Source: an optimization exercise on an open RTL-to-GDS flow (aim: small area, a short achievable clock period and few clock cycles per item). Production flows keep margins and buffers that such runs may drop.
Where RTL was checked, it was by simulation tests only, not by an equivalence proof against the original.
For run 2, only the layout was checked, not whether the RTL still works.

## flow/design.v (module list and top-level ports; edited modules follow where they fit)
// module slot_sbox: 202 lines
// module slot_gf16_inv: 19 lines
// module slot_x2: 3 lines
// module slot_xn2: 3 lines
// module slot_aes_round: 52 lines
// module slot_mixcola: 179 lines
// module slot_xv: 12 lines
// module slot_seal: 200 lines
// module slot_crc_step: 185 lines
// module slot_crc_t: 495 lines
// module slot_ao21: 13 lines
// module slot_ao21b: 3 lines
module slot_seal (
    input  wire         clk,
    input  wire         rst,          
    input  wire         start,
    input  wire [127:0] key,
    input  wire [511:0] slot,
    input  wire [31:0]  generation,
    input  wire [15:0]  index,
    output wire         ready,
    output reg          done,
    output wire [63:0]  tag,
    output wire [31:0]  crc,
    output wire         tag_ok,
    output reg          crc_ok
);
  // ...
==> flow/flow/run.sh <==
#!/bin/bash
# Layout: the standard flow (standard.sh), with every input and output
# port buffered by the smallest buffer, sky130_fd_sc_hd__buf_1, instead of
# the cell buffer_ports picks by default. Everything else is unchanged.
set -euo pipefail
export BUFFER_PORTS_ARGS="-buffer_cell sky130_fd_sc_hd__buf_1"
bash standard.sh > standard.log 2>&1
==> flow/standard.sh <==
#!/bin/bash
# synth_recipe.tcl (not shown) runs the flow's synth.tcl, then flattens the netlist and writes it again
# the make line also repeats each setting of config.mk as NAME=value (left out here)
make -C /OpenROAD-flow-scripts/flow DESIGN_CONFIG=/design/flow/config.mk WORK_HOME=/design/flow/orfs CLKGATE_MAP_FILE= SYNTH_SCRIPT=/design/flow/synth_recipe.tcl "${@:-finish}"
==> flow/config.mk <==
export PLATFORM = sky130hd
export DESIGN_NAME = slot_seal
export DESIGN_NICKNAME = slot_seal
export VERILOG_FILES = /design/flow/design.v
export SDC_FILE = /design/flow/constraint.sdc
export NUM_CORES = 8
export LEC_CHECK = 0
export CAP_MARGIN = 20
export CORE_MARGIN = 2
export CORE_UTILIZATION = 60
export PLACE_DENSITY = 0.7
export SETUP_SLACK_MARGIN = 4
export SLEW_MARGIN = 20
export SYNTH_HIERARCHICAL = 1
export SYNTH_MINIMUM_KEEP_SIZE = 0
==> flow/constraint.sdc <==
create_clock -name core_clock -period 10.0 [get_ports {clk}]
set_input_delay 2.0000 -clock core_clock [delete_from_list [all_inputs] [get_ports {clk}]]
set_output_delay 2.0000 -clock core_clock [all_outputs]
set_load 0.01 [all_outputs]
==> metrics.yaml, run 1 <==
status: "complete, no violations"
pin_count: 791
multi_input_area_um2: 51600
synthSimpleGateAreaFrac_pct: 9.89
r2r_slack_ns: 3.98
yosys.cell_types.count: 65
routed_wl_mm: 312
postRouteAntennaNets: 0
cts_buffers: 73
max_cap_violations: 0
cts_max_level: 3
met3_usage_pct: 14.1
highest_layer: "met5"
sh_seq_area_pct: 20.0
grt_setup_unrepaired: "yes"
die_h_um: 335
dpl.cell_count: 8992
use_met2_pct: 76.1
synth_seq_cells: 609
cts_tree: "yes"
synth.area.mux_share_pct: 3.52
syn_nets: 7803
Testbench counts, summed over its fixed seeds: cycles 54,444, items 1,280.
==> module slot_sbox, before the edit <==
module slot_sbox (
    input  wire [7:0] a,
    output wire [7:0] y
);
    wire U0 = a[7], U1 = a[6], U2 = a[5], U3 = a[4];
    wire U4 = a[3], U5 = a[2], U6 = a[1], U7 = a[0];
    wire T1;
    slot_x2 xT1 (.a(U0), .b(U3), .y(T1));
    wire T2;
    slot_x2 xT2 (.a(U0), .b(U5), .y(T2));
    wire T3;
    slot_x2 xT3 (.a(U0), .b(U6), .y(T3));
    wire T4;
    slot_x2 xT4 (.a(U3), .b(U5), .y(T4));
    wire T5;
    slot_x2 xT5 (.a(U4), .b(U6), .y(T5));
    wire T6;
    slot_x2 xT6 (.a(T1), .b(T5), .y(T6));
    wire T7;
    slot_x2 xT7 (.a(U1), .b(U2), .y(T7));
    wire T8;
    slot_x2 xT8 (.a(U7), .b(T6), .y(T8));
    wire T9;
    slot_x2 xT9 (.a(U7), .b(T7), .y(T9));
    wire T10;
    slot_x2 xT10 (.a(T6), .b(T7), .y(T10));
    wire T11;
    slot_x2 xT11 (.a(U1), .b(U5), .y(T11));
    wire T12;
    slot_x2 xT12 (.a(U2), .b(U5), .y(T12));
    wire T13;
    slot_x2 xT13 (.a(T3), .b(T4), .y(T13));
    wire T14;
    slot_x2 xT14 (.a(T6), .b(T11), .y(T14));
    wire T15;
    slot_x2 xT15 (.a(T5), .b(T11), .y(T15));
    wire T16;
    slot_x2 xT16 (.a(T5), .b(T12), .y(T16));
    wire T17;
    slot_x2 xT17 (.a(T9), .b(T16), .y(T17));
    wire T18;
    slot_x2 xT18 (.a(U3), .b(U7), .y(T18));
    wire T19;
    slot_x2 xT19 (.a(T7), .b(T18), .y(T19));
    wire T20;
    slot_x2 xT20 (.a(T1), .b(T19), .y(T20));
    wire T21;
    slot_x2 xT21 (.a(U6), .b(U7), .y(T21));
    wire T22;
    slot_x2 xT22 (.a(T7), .b(T21), .y(T22));
    wire T23;
    slot_x2 xT23 (.a(T2), .b(T22), .y(T23));
    wire T24;
    slot_x2 xT24 (.a(T2), .b(T10), .y(T24));
    wire T25;
    slot_x2 xT25 (.a(T20), .b(T17), .y(T25));
    wire T26;
    slot_x2 xT26 (.a(T3), .b(T16), .y(T26));
    wire T27;
    slot_x2 xT27 (.a(T1), .b(T12), .y(T27));
    wire n_M1 = ~(T13 & T6);
    wire n_M2 = ~(T23 & T8);
    wire n_M3;
    slot_x2 xM3 (.a(T14), .b(n_M1), .y(n_M3));
    wire n_M4 = ~(T19 & U7);
    wire M5;
    slot_x2 xM5 (.a(n_M4), .b(n_M1), .y(M5));
    wire n_M6 = ~(T3 & T16);
    wire n_M7 = ~(T22 & T9);
    wire n_M8;
    slot_x2 xM8 (.a(T26), .b(n_M6), .y(n_M8));
    wire n_M9 = ~(T20 & T17);
    wire M10;
    slot_x2 xM10 (.a(n_M9), .b(n_M6), .y(M10));
    wire n_M11 = ~(T1 & T15);
    wire n_M12 = ~(T4 & T27);
    wire M13;
    slot_x2 xM13 (.a(n_M12), .b(n_M11), .y(M13));
    wire n_M14 = ~(T2 & T10);
    wire M15;
    slot_x2 xM15 (.a(n_M14), .b(n_M11), .y(M15));
    wire M16;
    slot_x2 xM16 (.a(n_M3), .b(n_M2), .y(M16));
    wire M17;
    slot_x2 xM17 (.a(M5), .b(T24), .y(M17));
    wire M18;
    slot_x2 xM18 (.a(n_M8), .b(n_M7), .y(M18));
    wire M19;
    slot_x2 xM19 (.a(M10), .b(M15), .y(M19));
    wire M20;
    slot_x2 xM20 (.a(M16), .b(M13), .y(M20));
    wire M21;
    slot_x2 xM21 (.a(M17), .b(M15), .y(M21));
    wire M22;
    slot_x2 xM22 (.a(M18), .b(M13), .y(M22));
    wire M23a;
    slot_x2 xM23a (.a(n_M6), .b(n_M11), .y(M23a));
    wire M23b;
    slot_x2 xM23b (.a(n_M9), .b(n_M14), .y(M23b));
    wire M23c;
    slot_x2 xM23c (.a(T25), .b(M23a), .y(M23c));
    wire M23;
    slot_x2 xM23 (.a(M23b), .b(M23c), .y(M23));
    wire M41;
    slot_x2 xM41 (.a(M38), .b(M40), .y(M41));
    wire M42;
    slot_x2 xM42 (.a(M37), .b(M39), .y(M42));
    wire M43;
    slot_x2 xM43 (.a(M37), .b(M38), .y(M43));
    wire M44;
    slot_x2 xM44 (.a(M39), .b(M40), .y(M44));
    wire M45;
    slot_x2 xM45 (.a(M42), .b(M41), .y(M45));
    wire n_M46 = ~(M44 & T6);
    wire n_M47 = ~(M40 & T8);
    wire n_M48 = ~(M39 & U7);
    wire n_M49 = ~(M43 & T16);
    wire n_M50 = ~(M38 & T9);
    wire n_M51 = ~(M37 & T17);
    wire n_M52 = ~(M42 & T15);
    wire n_M53 = ~(M45 & T27);
    wire n_M54 = ~(M41 & T10);
    wire n_M55 = ~(M44 & T13);
    wire n_M56 = ~(M40 & T23);
    wire n_M57 = ~(M39 & T19);
    wire n_M58 = ~(M43 & T3);
    wire n_M59 = ~(M38 & T22);
    wire n_M60 = ~(M37 & T20);
    wire n_M61 = ~(M42 & T1);
    wire n_M62 = ~(M45 & T4);
    wire n_M63 = ~(M41 & T2);
    wire L0;
    slot_x2 xL0 (.a(n_M61), .b(n_M62), .y(L0));
    wire L1;
    slot_x2 xL1 (.a(n_M50), .b(n_M56), .y(L1));
    wire L2;
    slot_x2 xL2 (.a(n_M46), .b(n_M48), .y(L2));
    wire L3;
    slot_x2 xL3 (.a(n_M47), .b(n_M55), .y(L3));
    wire L4;
    slot_x2 xL4 (.a(n_M54), .b(n_M58), .y(L4));
    wire L5;
    slot_x2 xL5 (.a(n_M49), .b(n_M61), .y(L5));
    wire n_L6;
    slot_x2 xL6 (.a(n_M62), .b(L5), .y(n_L6));
    wire n_L7;
    slot_x2 xL7 (.a(n_M46), .b(L3), .y(n_L7));
    wire L8;
    slot_x2 xL8 (.a(n_M51), .b(n_M59), .y(L8));
    wire L9;
    slot_x2 xL9 (.a(n_M52), .b(n_M53), .y(L9));
    wire n_L10;
    slot_x2 xL10 (.a(n_M53), .b(L4), .y(n_L10));
    wire n_L11;
    slot_x2 xL11 (.a(n_M60), .b(L2), .y(n_L11));
    wire L12;
    slot_x2 xL12 (.a(n_M48), .b(n_M51), .y(L12));
    wire n_L13;
    slot_x2 xL13 (.a(n_M50), .b(L0), .y(n_L13));
    wire L14;
    slot_x2 xL14 (.a(n_M52), .b(n_M61), .y(L14));
    wire n_L15;
    slot_x2 xL15 (.a(n_M55), .b(L1), .y(n_L15));
    wire n_L16;
    slot_x2 xL16 (.a(n_M56), .b(L0), .y(n_L16));
    wire n_L17;
    slot_x2 xL17 (.a(n_M57), .b(L1), .y(n_L17));
    wire n_L18;
    slot_x2 xL18 (.a(n_M58), .b(L8), .y(n_L18));
    wire n_L19;
    slot_x2 xL19 (.a(n_M63), .b(L4), .y(n_L19));
    wire L20;
    slot_x2 xL20 (.a(L0), .b(L1), .y(L20));
    wire n_L21;
    slot_x2 xL21 (.a(L1), .b(n_L7), .y(n_L21));
    wire L22;
    slot_x2 xL22 (.a(L3), .b(L12), .y(L22));
    wire n_L23;
    slot_x2 xL23 (.a(n_L18), .b(L2), .y(n_L23));
    wire n_L24;
    slot_x2 xL24 (.a(n_L15), .b(L9), .y(n_L24));
    wire L25;
    slot_x2 xL25 (.a(n_L6), .b(n_L10), .y(L25));
    wire n_L26;
    slot_x2 xL26 (.a(n_L7), .b(L9), .y(n_L26));
    wire n_L27;
    slot_x2 xL27 (.a(L8), .b(n_L10), .y(n_L27));
    wire n_L28;
    slot_x2 xL28 (.a(n_L11), .b(L14), .y(n_L28));
    wire L29;
    slot_x2 xL29 (.a(n_L11), .b(n_L17), .y(L29));
    wire M37, M38, M39, M40;
    slot_gf16_inv u_inv (.M20(M20), .M21(M21), .M22(M22), .M23(M23), .M37(M37), .M38(M38), .M39(M39), .M40(M40));
    slot_x2 xy7 (.a(n_L6), .b(n_L24), .y(y[7]));
    slot_xn2 xy6 (.a(n_L16), .b(n_L26), .y(y[6]));
    slot_xn2 xy5 (.a(n_L19), .b(n_L28), .y(y[5]));
    slot_x2 xy4 (.a(n_L6), .b(n_L21), .y(y[4]));
    slot_x2 xy3 (.a(L20), .b(L22), .y(y[3]));
    slot_x2 xy2 (.a(L25), .b(L29), .y(y[2]));
    slot_xn2 xy1 (.a(n_L13), .b(n_L27), .y(y[1]));
    slot_xn2 xy0 (.a(n_L6), .b(n_L23), .y(y[0]));
endmodule
==> module slot_gf16_inv, before the edit <==
module slot_gf16_inv (input wire M20, input wire M21, input wire M22, input wire M23, output wire M37, output wire M38, output wire M39, output wire M40);
    wire M24 = M22 ^ M23;
    wire M25 = M22 & M20;
    wire M26 = M21 ^ M25;
    wire M27 = M20 ^ M21;
    wire M28 = M23 ^ M25;
    wire M29 = M28 & M27;
    wire M30 = M26 & M24;
    wire M31 = M20 & M23;
    wire M32 = M27 & M31;
    wire M33 = M27 ^ M25;
    wire M34 = M21 & M22;
    wire M35 = M24 & M34;
    wire M36 = M24 ^ M25;
    assign M37 = M21 ^ M29;
    assign M38 = M32 ^ M33;
    assign M39 = M23 ^ M30;
    assign M40 = M35 ^ M36;
endmodule
==> run 2: changes to the inputs <==
--- a/flow/design.v
+++ b/flow/design.v
@@ -101,16 +101,6 @@
     slot_x2 xM23c (.a(T25), .b(M23a), .y(M23c));
     wire M23;
     slot_x2 xM23 (.a(M23b), .b(M23c), .y(M23));
-    wire M41;
-    slot_x2 xM41 (.a(M38), .b(M40), .y(M41));
-    wire M42;
-    slot_x2 xM42 (.a(M37), .b(M39), .y(M42));
-    wire M43;
-    slot_x2 xM43 (.a(M37), .b(M38), .y(M43));
-    wire M44;
-    slot_x2 xM44 (.a(M39), .b(M40), .y(M44));
-    wire M45;
-    slot_x2 xM45 (.a(M42), .b(M41), .y(M45));
     wire n_M46 = ~(M44 & T6);
     wire n_M47 = ~(M40 & T8);
     wire n_M48 = ~(M39 & U7);
@@ -189,8 +179,8 @@
     slot_x2 xL28 (.a(n_L11), .b(L14), .y(n_L28));
     wire L29;
     slot_x2 xL29 (.a(n_L11), .b(n_L17), .y(L29));
-    wire M37, M38, M39, M40;
-    slot_gf16_inv u_inv (.M20(M20), .M21(M21), .M22(M22), .M23(M23), .M37(M37), .M38(M38), .M39(M39), .M40(M40));
+    wire M37, M38, M39, M40, M41, M42, M43, M44, M45;
+    slot_gf16_inv u_inv (.M20(M20), .M21(M21), .M22(M22), .M23(M23), .M37(M37), .M38(M38), .M39(M39), .M40(M40), .M41(M41), .M42(M42), .M43(M43), .M44(M44), .M45(M45));
     slot_x2 xy7 (.a(n_L6), .b(n_L24), .y(y[7]));
     slot_xn2 xy6 (.a(n_L16), .b(n_L26), .y(y[6]));
     slot_xn2 xy5 (.a(n_L19), .b(n_L28), .y(y[5]));
@@ -200,7 +190,7 @@
     slot_xn2 xy1 (.a(n_L13), .b(n_L27), .y(y[1]));
     slot_xn2 xy0 (.a(n_L6), .b(n_L23), .y(y[0]));
 endmodule
-module slot_gf16_inv (input wire M20, input wire M21, input wire M22, input wire M23, output wire M37, output wire M38, output wire M39, output wire M40);
+module slot_gf16_inv (input wire M20, input wire M21, input wire M22, input wire M23, output wire M37, output wire M38, output wire M39, output wire M40, output wire M41, output wire M42, output wire M43, output wire M44, output wire M45);
     wire M24 = M22 ^ M23;
     wire M25 = M22 & M20;
     wire M26 = M21 ^ M25;
@@ -218,6 +208,11 @@
     assign M38 = M32 ^ M33;
     assign M39 = M23 ^ M30;
     assign M40 = M35 ^ M36;
+    assign M41 = M38 ^ M40;
+    assign M42 = M37 ^ M39;
+    assign M43 = M37 ^ M38;
+    assign M44 = M39 ^ M40;
+    assign M45 = M42 ^ M41;
 endmodule
 module slot_x2 (input wire a, input wire b, output wire y);
     assign y = a ^ b;
--- a/flow/config.mk
+++ b/flow/config.mk
@@ -7,8 +7,8 @@
 export LEC_CHECK = 0
 export CAP_MARGIN = 20
 export CORE_MARGIN = 2
-export CORE_UTILIZATION = 60
-export PLACE_DENSITY = 0.7
+export CORE_UTILIZATION = 50
+export PLACE_DENSITY = 0.6
 export SETUP_SLACK_MARGIN = 4
 export SLEW_MARGIN = 20
 export SYNTH_HIERARCHICAL = 1
==> metrics.yaml, run 2 <==
fmax_mhz: 163  # was 164 MHz
r2r_slack_ns: 4.01  # was 3.98 ns
clk_latency_ns: 0.75  # was 0.71 ns
synth_warnings: 7  # unchanged
synth.top_cell.area_share_pct: 44.4  # was 46.9%
fin_crit_sh_pct: 61.3  # was 60.9%
max_cap_violations: 0  # unchanged
antenna_found_initial: 27  # was 34
wl_per_cell_um: 33.5  # was 33.7 µm
cts_tree: "yes"  # unchanged
cts_max_level: 3  # unchanged
async_reset_ff_share_pct: 0  # unchanged
io_buffer_count: 790  # unchanged
required_ns: 8.00  # about the same
r2r-start: "st[1]"  # was st[101]
syn2layout_area_growth_pct: 13.2  # was 15.8%
synth_most_common_cell: "xor2_1"  # unchanged
grt_overflow: 0  # unchanged
gr-usage-met1_pct: 56.8  # was 62.6%
vias_per_cell: 6.01  # was 6.38
start_util_pct: 50.4  # was 60.4%
ys.flop_type: "dfxtp_1"  # unchanged
reg2reg_depth: 18  # was 19
track_usage_pct: 45.9  # was 52.6%
synth_seq_cells: 609  # unchanged
fp.dieArea_um2: 137000  # was 112000 µm²
grt_max_degree: 107  # was 116
cts_buffers: 78  # was 73
tightest_slew_ns: 1.20  # was 1.23 ns
finalHoldViolations: 0  # unchanged
drt-initial-drc-count: 7233  # was 8274
final_cell_mix: "xor2_1, buf_1, nand2_1"  # unchanged
die_h_um: 370  # was 335 µm
setup_tns_ns: 0  # unchanged
grt_pass1_vias: 55200  # was 55400
path_clk_slew_ns: 0.06  # was 0.07 ns
rows: 134  # was 121
clk_path_buf_depth: 3  # unchanged
worstPathArrival_ns: 4.13  # was 4.09 ns
crit_path_end_kind: "output pin"  # unchanged
fin_cells: 9836  # was 9243
met3_usage_pct: 10.1  # was 14.1%
dpl_cell_area_um2: 70300  # was 68700 µm²
yosysTopAreaCell: "xor2_1"  # unchanged
top_usage_layer: "met2"  # unchanged
worstSetupStartpoint: "st[96]"  # was st[100]
grt_setup_unrepaired: "yes"  # unchanged
drive_above_1_share_pct: 10.7  # was 12.5%
hold_class: "reg -> reg"  # unchanged
gp_congestion: 1.11  # was 1.18
yosys-top-cells-count: "xor2_1, nand2_1, a22oi_1"  # unchanged
syn_nets: 8123  # was 7803
final_cell_area_um2: 76000  # was 76100 µm²
layout_commonest_cell: "xor2_1"  # unchanged
slew_headroom_pct: 19.8  # was 17.8%
grt_pass1_wl_mm: 437  # was 414 mm
yosys.cell_types.count: 68  # was 65
crit_end: "crc[27]"  # was crc[14]
setup_viol: 0  # unchanged
ys_seq_area_share_pct: 22.6  # was 23.1%
r2r-end: "tag_eq[3]"  # was st[71]
use_met2_pct: 68.7  # was 76.1%
coreArea_um2: 133000  # was 109000 µm²
first_pass_iters: 7  # was 8
nets: 8686  # was 8443
die_w_um: 370  # was 335 µm
critPathLaunchType: "flop"  # unchanged
slew_violations: 0  # unchanged
vias: 59100  # was 58900
fin_skew_ns: 0.0631  # was 0.0699 ns
synth_area_leaders: "xor2_1, edfxtp_1, dfxtp_1"  # unchanged
status: "complete, no violations"  # unchanged
synth.avg_cell_area_um2: 9.03  # was 9.25 µm²
cts.sinks: 609  # unchanged
dpl.cell_count: 9635  # was 8992
layout_min_cycle_time_ns: 6.13  # was 6.09 ns
synth-edff-count: 297  # unchanged
dpl.hpwl_mm: 273  # was 249 mm
postRouteAntennaNets: 0  # unchanged
pin_count: 791  # unchanged
netlist_area_um2: 67100  # was 65800 µm²
routed_wl_mm: 330  # was 312 mm
crit_path_max_fanout: 8  # was 7
drc: 0  # unchanged
clockRootBuffer: "clkbuf_16"  # unchanged
critPathKind: "reg -> out"  # unchanged
synthCells: 7430  # was 7110
run 2: area by class of cell:
type                       instances  area (µm²)
fill                           12200       57300
multi-input combinational       6243       51100
sequential                       609       15200
timing repair buffer             976        4420
tap                             1768        2210
clock buffer                      98        2130
clock inverter                    45         509
inverter                          85         319
antenna                           12        30.0
run 2: worst min-delay path by stage:
stage	startpoint	endpoint	slack [ns]	cells after the start
floorplan	blk[2]	busy	0.46	1
global placement	blk[2]	busy	0.50	1
detailed placement	blk[2]	busy	0.52	1
CTS	blk[2]	busy	0.53	1
global route	blk[2]	busy	0.56	1
finish	blk[2]	busy	0.54	1
run 2: layer usage:
layer | routed length, µm | vias to the layer above
met2 | 140000 | 3850
li1 | - | 25500
met5 | 149 | -
met1 | 126000 | 28800
met3 | 32700 | 939
met4 | 31700 | 22
run 2: critical path, stage by stage (launching register included):
cell	delay, ns
dfxtp_1	0.68
buf_4	0.27
xor2_1	0.32
xor2_1	0.62
xor2_1	0.52
xor2_1	0.39
xor2_1	0.22
xnor2_1	0.18
buf_1	0.21
run 2: what timing repair did:
item,in CTS,in global routing
setup endpoints to repair,284,293
setup buffers,1,44
hold buffers,0,0
pin swaps,1,24
resized for setup,155,192
run 2: Yosys stat by module (local to each module, per instance), a selection:
| module | area (µm²) | copies in the design |
|---|---|---|
| slot_crc_step | 240 | 1 |
| slot_x2 | 8.76 | 3346 |
| slot_seal | 27800 | 1 |
| slot_gf16_inv | 230 | 20 |
| slot_crc_t | 240 | 1 |
| slot_ao21b | 7.51 | 128 |
| slot_xn2 | 8.76 | 112 |
| slot_mixcola | 240 | 4 |
| slot_sbox | 101 | 20 |
run 2: cell families (layout without fill, tap and decap cells):
kind of cell / Yosys count / after routing / share of synthesized area (%)
muxes: 211 / 211 / 3.44
and+or+nand+nor: 1398 / 1398 / 10.2
DFF: 609 / 609 / 22.6
other: 0 / 12 / 0
AOI/OAI and AO/OA: 974 / 974 / 10.7
buffers and inverters: 578 / 1204 / 5.23
xor gates and xnor gates: 3658 / 3658 / 47.7
adders and majority gates: 2 / 2 / 0.0373
run 2: per-stage QoR:
stage | util (%) | hold slack, ns | worst slack, ns
6_report | 57.0 | 0.537 | 3.87
5_1_grt | 57.0 | 0.562 | 3.88
4_1_cts | 55.6 | 0.535 | 3.95
3_5_place_dp | 52.8 | 0.517 | 3.16
3_3_place_gp | 52.8 | 0.496 | 3.03
2_1_floorplan | - | 0.457 | 4.25

[port drivers added, routing unchanged]
The results above use ideal ports. As a check the final layouts listed here were re-extracted and re-timed, cells and wires unchanged.
Step 1 assumes that a clkbuf_16 drives the clock port and a buf_2 every other input.
Step 2 adds t to the input delays and takes it off the output delays; t is the mean of the earliest and latest rising clock arrival at the registers after step 1. Input paths then give back, and output paths get back, about the clock's delay inside the block.
Three values: ideal ports, drivers, drivers and shift; two values: the first two.
run	t (ns)	setup slack, ns	hold slack, ns	worst slew at a driven data input, ns	cell pins on the clock port's net
run 1	0.765	3.906 / 3.817 / 3.226	0.567 / 0.567 / 0.567	0.23	1
run 2	0.803	3.868 / 3.780 / 3.185	0.537 / 0.537 / 0.537	0.38	1
After both steps every run listed still meets setup and hold. For run 2, which loses most, drivers alone change the setup slack by -0.088 ns; drivers and shift together by -0.683 ns.
